Background: an optimization exercise with open tools, aiming at small area, a short achievable clock period and few clock cycles per item. Do not read the settings as production practice. In this exercise RTL edits were held to simulation tests only and were not proved equivalent to the original. Power figures rest on the tool's default switching activity, not on a simulated workload.

==> exp/violet <==
// tint_exec
module tint_exec (
    input  wire        clk,
    input  wire        rst,
    input  wire        in_valid,
    output wire        in_ready,
    input  wire [31:0] in_instr,
    input  wire [63:0] in_a,
    input  wire [63:0] in_b,
    input  wire [63:0] in_d,
    input  wire [7:0]  in_p,
    output reg         out_valid,
    output reg  [1:0]  out_status,
    output reg  [4:0]  out_dst,
    output reg  [63:0] out_value
);
==> flow/config.mk <==
export PLATFORM = sky130hd
export DESIGN_NAME = tint_exec
export DESIGN_NICKNAME = tint_exec
export VERILOG_FILES = /design/flow/design.v
export SDC_FILE = /design/flow/constraint.sdc
export NUM_CORES = 4
export LEC_CHECK = 0
export CAP_MARGIN = 20
export CORE_MARGIN = 2
export CORE_UTILIZATION = 40
export SLEW_MARGIN = 20
==> flow/constraint.sdc <==
create_clock -name core_clock -period 20.0 [get_ports {clk}]
set_input_delay 4.0000 -clock core_clock [delete_from_list [all_inputs] [get_ports {clk}]]
set_output_delay 4.0000 -clock core_clock [all_outputs]
set_load 0.01 [all_outputs]
standard.sh (not shown) runs the stock make flow with config.mk's settings and CLKGATE_MAP_FILE= SYNTH_SCRIPT=/design/flow/synth_recipe.tcl, a recipe that flattens the netlist after the stock synthesis.
==> flow/flow/run.sh <==
#!/bin/bash
# The standard layout (the standard.sh: standard synthesis, floorplan,
# placement, CTS, routing) with two changes to how it is made:
#  - the port buffers are buf_4 cells instead of the resizer's default choice
#    (every input and output port still gets its own buffer);
#  - the repair steps aim for 15 ns of setup slack, so they work on every
#    path longer than 5 ns.
# The clock period and constraints are the design's.
export BUFFER_PORTS_ARGS="-buffer_cell sky130_fd_sc_hd__buf_4"
export SETUP_SLACK_MARGIN=15
bash standard.sh > standard.log 2>&1
==> inputs of exp/harbor, as changes to exp/violet <==
--- a/flow/design.v
+++ b/flow/design.v
@@ -29,14 +29,13 @@
     localparam integer X_MUL  = 7;
     localparam integer X_DIV  = 8;
     localparam integer X_SH   = 9;
     localparam integer X_CLZ  = 10;
     localparam integer X_CMP  = 11;
     localparam integer X_BSW  = 12;
-    localparam integer X_PST  = 13;
-    localparam integer NX     = 14;
+    localparam integer NX     = 13;
     function [63:0] rev64(input [63:0] x);
         integer i;
         begin
             for (i = 0; i < 64; i = i + 1)
                 rev64[i] = x[63 - i];
         end
@@ -123,62 +122,68 @@
                                : ((op[5:1] == 5'b01000) && !(cond[2] && cond[1]));
     wire sub_c = !((op != 6'h00) && ((op[5:1] != 5'b01000) || (cond[2:1] == 2'b11))) &&
                  !((op == 6'h00) && (fn != 7'h01) && (fn[6:1] != 6'b000101) && (fn[6:2] != 5'b00011));
     wire sub_d = ((op == 6'h00) && (fn[6:4] == 3'b000) &&
                   ((fn[3:0] == 4'h1) || (fn[3:1] == 3'b101) || (fn[3:2] == 2'b11))) ||
                  ((op[5:1] == 5'b01000) && (!cond[2] || !cond[1]));
+    wire [7:0] preds = {in_p[7:1], 1'b1};         
+    wire       px = preds[in_instr[18:16]] ^ in_instr[10];
+    wire       py = preds[in_instr[15:13]] ^ in_instr[9];
+    reg        pset_res;
+    always @(*) begin
+        case (lop)
+            2'd0: pset_res = px & py;
+            2'd1: pset_res = px | py;
+            default: pset_res = px ^ py;
+        endcase
+    end
     wire sel_b   = (op == 6'h00) || (op == 6'h10);
     wire sel_i10 = (op == 6'h11);
     wire sel_i12 = is_immop;
     wire sel_mov = is_mov;
+    wire [63:0] imm10x = {{54{in_instr[9]}}, in_instr[9:0]};
+    wire [63:0] imm12x = {{52{in_instr[11]}}, in_instr[11:0]};
     wire [3:0]  slot_imm;                    
     wire [3:0]  slot_d;                      
-    wire        fill = (sel_i10 & in_instr[9]) | (sel_i12 & in_instr[11]);
-    wire [63:0] ibit;
     wire [63:0] x_in;
     genvar gs;
     generate
         for (gs = 0; gs < 4; gs = gs + 1) begin : g_mov
             assign slot_imm[gs] = sel_mov && (op[1:0] == gs);
             assign slot_d[gs]   = sel_mov && (op[1:0] != gs) && (op[1:0] != 2'd0);
         end
         for (gs = 0; gs < 64; gs = gs + 1) begin : g_x
-            if (gs < 10) begin : g_i0
-                assign ibit[gs] = ((sel_i10 | sel_i12 | slot_imm[0] | is_pset) & in_instr[gs]);
-            end else if (gs < 12) begin : g_i1
-                assign ibit[gs] = ((sel_i12 | slot_imm[0] | is_pset) & in_instr[gs]) | (sel_i10 & in_instr[9]);
-            end else if (gs < 16) begin : g_i2
-                assign ibit[gs] = ((slot_imm[0] | is_pset) & in_instr[gs]) | fill;
-            end else if (gs < 19) begin : g_i3
-                assign ibit[gs] = (slot_imm[1] & in_instr[gs-16]) | (is_pset & in_instr[gs]) | fill;
-            end else if (gs < 26) begin : g_i4
-                assign ibit[gs] = (slot_imm[1] & in_instr[gs-16]) | (is_pset & in_p[gs-18]) | fill;
-            end else begin : g_i5
-                assign ibit[gs] = (slot_imm[gs/16] & in_instr[gs%16]) | fill;
+            if (gs == 0) begin : g_x0
+                assign x_in[gs] = (sel_b & in_b[gs]) | (sel_i10 & imm10x[gs]) |
+                                  (sel_i12 & imm12x[gs]) | (slot_imm[gs/16] & imm16[gs%16]) |
+                                  (slot_d[gs/16] & in_d[gs]) | (is_pset & pset_res);
+            end else begin : g_xn
+                assign x_in[gs] = (sel_b & in_b[gs]) | (sel_i10 & imm10x[gs]) |
+                                  (sel_i12 & imm12x[gs]) | (slot_imm[gs/16] & imm16[gs%16]) |
+                                  (slot_d[gs/16] & in_d[gs]);
             end
-            assign x_in[gs] = (sel_b & in_b[gs]) | (slot_d[gs/16] & in_d[gs]) | ibit[gs];
         end
     endgenerate
     wire [NX-1:0] xs_in;
-    assign xs_in[X_SUM]  = f_add;
-    assign xs_in[X_AND]  = f_and;
-    assign xs_in[X_OR]   = f_or;
-    assign xs_in[X_XOR]  = f_xor;
-    assign xs_in[X_MM]   = f_mm;
-    assign xs_in[X_PASS] = is_mov;
-    assign xs_in[X_PST]  = is_pset && (lop != 2'd3);
-    assign xs_in[X_BSW]  = f_bswap;
-    assign xs_in[X_POPC] = f_popc;
-    assign xs_in[X_MUL]  = f_mul;
-    assign xs_in[X_DIV]  = f_div;
-    assign xs_in[X_SH]   = f_shift;
-    assign xs_in[X_CLZ]  = f_clz;
-    assign xs_in[X_CMP]  = is_cmp && !cond[3];
+    assign xs_in[X_SUM]  = !illegal && f_add;
+    assign xs_in[X_AND]  = !illegal && f_and;
+    assign xs_in[X_OR]   = !illegal && f_or;
+    assign xs_in[X_XOR]  = !illegal && f_xor;
+    assign xs_in[X_MM]   = !illegal && f_mm;
+    assign xs_in[X_PASS] = !illegal && (is_mov || is_pset);
+    assign xs_in[X_BSW]  = !illegal && f_bswap;
+    assign xs_in[X_POPC] = !illegal && f_popc;
+    assign xs_in[X_MUL]  = !illegal && f_mul;
+    assign xs_in[X_DIV]  = !illegal && f_div;
+    assign xs_in[X_SH]   = !illegal && f_shift;
+    assign xs_in[X_CLZ]  = !illegal && f_clz;
+    assign xs_in[X_CMP]  = !illegal && is_cmp;
     wire [1:0] st_in  = illegal ? ST_ILLEG : is_other ? ST_OTHER :
                         (is_cmp || is_pset) ? ST_PRED : ST_REG;
-    wire [4:0] dst_in = (is_cmp || is_pset) ? {2'd0, in_instr[21:19]} : in_instr[21:17];
+    wire [4:0] dst_in = (illegal || is_other) ? 5'd0 :
+                        (is_cmp || is_pset) ? {2'd0, in_instr[21:19]} : in_instr[21:17];
     wire [2:0] k_in   = is_cmp ? cond[2:0] : f_shift ? {1'b0, sra, shl} : {1'b0, fn[1:0]};
     reg          rdy;
     reg          s_v;
     reg [NX-1:0] xs;
     reg [1:0]    st;
     reg [4:0]    dst;
@@ -204,23 +209,12 @@
             default: cmp_base = anyb;
         endcase
     end
     wire        cmp_res = cmp_base ^ k[0];
     wire        pickA = (k[1] ? lt_s : lt_u) ^ k[0];
     wire [63:0] mm    = pickA ? A : X;
-    wire [7:0]  preds = {X[25:19], 1'b1};        
-    wire        px = preds[X[18:16]] ^ X[10];
-    wire        py = preds[X[15:13]] ^ X[9];
-    reg         pset_res;
-    always @(*) begin
-        case (X[12:11])
-            2'd0: pset_res = px & py;
-            2'd1: pset_res = px | py;
-            default: pset_res = px ^ py;
-        endcase
-    end
     wire [63:0] rA    = rv ? rev64(A) : A;
     wire [6:0]  clz_a = clz64(rA);
     wire [63:0] bswap = {A[7:0], A[15:8], A[23:16], A[31:24],
                          A[39:32], A[47:40], A[55:48], A[63:56]};
     localparam integer W = 74;
     localparam [63:0] MK = 64'h5555555555555556;      
@@ -415,13 +409,12 @@
     wire [63:0] val = ({64{xs[X_SUM]}}  & sum[63:0]) |
                       ({64{xs[X_AND]}}  & (A & X)) |
                       ({64{xs[X_OR]}}   & (A | X)) |
                       ({64{xs[X_XOR]}}  & (A ^ X)) |
                       ({64{xs[X_MM]}}   & mm) |
                       ({64{xs[X_PASS]}} & X) |
-                      ({64{xs[X_PST]}}  & {63'd0, pset_res}) |
                       ({64{xs[X_POPC]}} & {57'd0, popc}) |
                       ({64{xs[X_SH]}}   & shres) |
                       ({64{xs[X_CLZ]}}  & {57'd0, clz_a}) |
                       ({64{xs[X_CMP]}}  & {63'd0, cmp_res}) |
                       ({64{xs[X_BSW]}}  & bswap) |
                       ({64{xs[X_MUL]}}  & mul_res) |
@@ -429,10 +422,10 @@
     always @(posedge clk) begin
         if (rst)
             out_valid <= 1'b0;
         else
             out_valid <= s_fin;
         out_status <= st;
-        out_dst    <= st[1] ? 5'd0 : dst;
+        out_dst    <= dst;
         out_value  <= val;
     end
 endmodule
CAP_MARGIN = 40   (was 20)
SLEW_MARGIN = 30   (was 20)
==> notes <==
Against exp/violet, the routed wire length of exp/harbor is smaller by about 0.9%.
In exp/harbor the worst setup slack is better than in exp/violet, by 0.0056 ns.
Of exp/violet and exp/harbor, exp/violet has the higher sequential cell count (gap 1).
In fmax, exp/violet and exp/harbor hardly differ.
Against exp/violet, the first-iteration DRC count of exp/harbor is larger by about 3.2%.
Critical path depth: exp/violet is higher than exp/harbor (3).
Sequential share of layout area is about the same in exp/harbor and exp/violet.
In exp/violet the power is lower than in exp/harbor, by 0.22%.
Final cell count is about the same in exp/violet and exp/harbor.
In exp/violet the clock skew is higher than in exp/harbor, by 0.012 ns.
==> figures <==
|  | exp/harbor | exp/violet |
|---|---|---|
| Run status | finished clean | finished clean |
| Worst slew pin tran | 1.168 ns | 1.361 ns |
| GRT Overall Usage | 54.91% | 55.89% |
| Post-Synth XOR/XNOR Area | 8.087% | 8.028% |
| Switching Fraction | 48.19% | 48.04% |
| Final core area utilization | 48.30% | 48.98% |
| Crit Reg-Reg Startpoint | acc_s[26]$_DFF_P_ | X[2]$_DFFE_PP_ |
| Max_slew headroom | 21.38% | 9.193% |
| Post-synthesis cell count | 7,847 | 7,886 |
| Met2 capacity usage during global routing | 73.66% | 72.84% |
| FILL cells | 15,550 | 15,330 |
| Core Region | 157,800 µm² | 156,200 µm² |
| Critical path startpoint category | input port | flop |
| Required time worst endpoint | 20.51 ns | 20.50 ns |
| Global routing met3 resource utilization | 30.10% | 31.01% |
| Standby leakage power | 33.06 nW | 33.22 nW |
| Diode insertion count for antenna repair | 94 | 69 |
| Tapcells inserted | 2,072 | 2,058 |
| Detailed-routing iteration count for the pre-antenna-repair pass | 13 | 10 |
| Power Total | 4.451 mW | 4.442 mW |
| Inverters excl. clock | 782 | 755 |
Testbench counts of exp/violet, summed over its fixed seeds: cycles 34,940, ops 16,000.
Testbench counts of exp/harbor, summed over its fixed seeds: cycles 34,940, ops 16,000.

re-timing with driven ports:
How much do the figures lean on ideal ports? The routed layouts below were timed once more, with nothing changed but the port constraints.
Step 1 sets driving cells, clkbuf_16 on the clock port and buf_2 on the other inputs (assumed; they add their load-dependent delay and slew).
Step 2 times the ports against the registers' clock, not the clock port: input delays grow and output delays shrink by t, the midpoint of the rising clock arrivals with the driver on.
a / b / c = no drivers / after step 1 / after step 2; a / b = the first two.
run | t (ns) | setup WS [ns] | latest minus earliest clock arrival (ns)
exp/violet | 0.809 | 14.458 / 14.458 / 13.780 | 0.067 / 0.066
exp/harbor | 0.845 | 14.463 / 14.473 / 13.628 | 0.054 / 0.054
After both steps every run listed still meets setup and hold. The setup slack of exp/harbor, which loses most, moves by +0.010 ns with the drivers and by -0.835 ns with both steps.
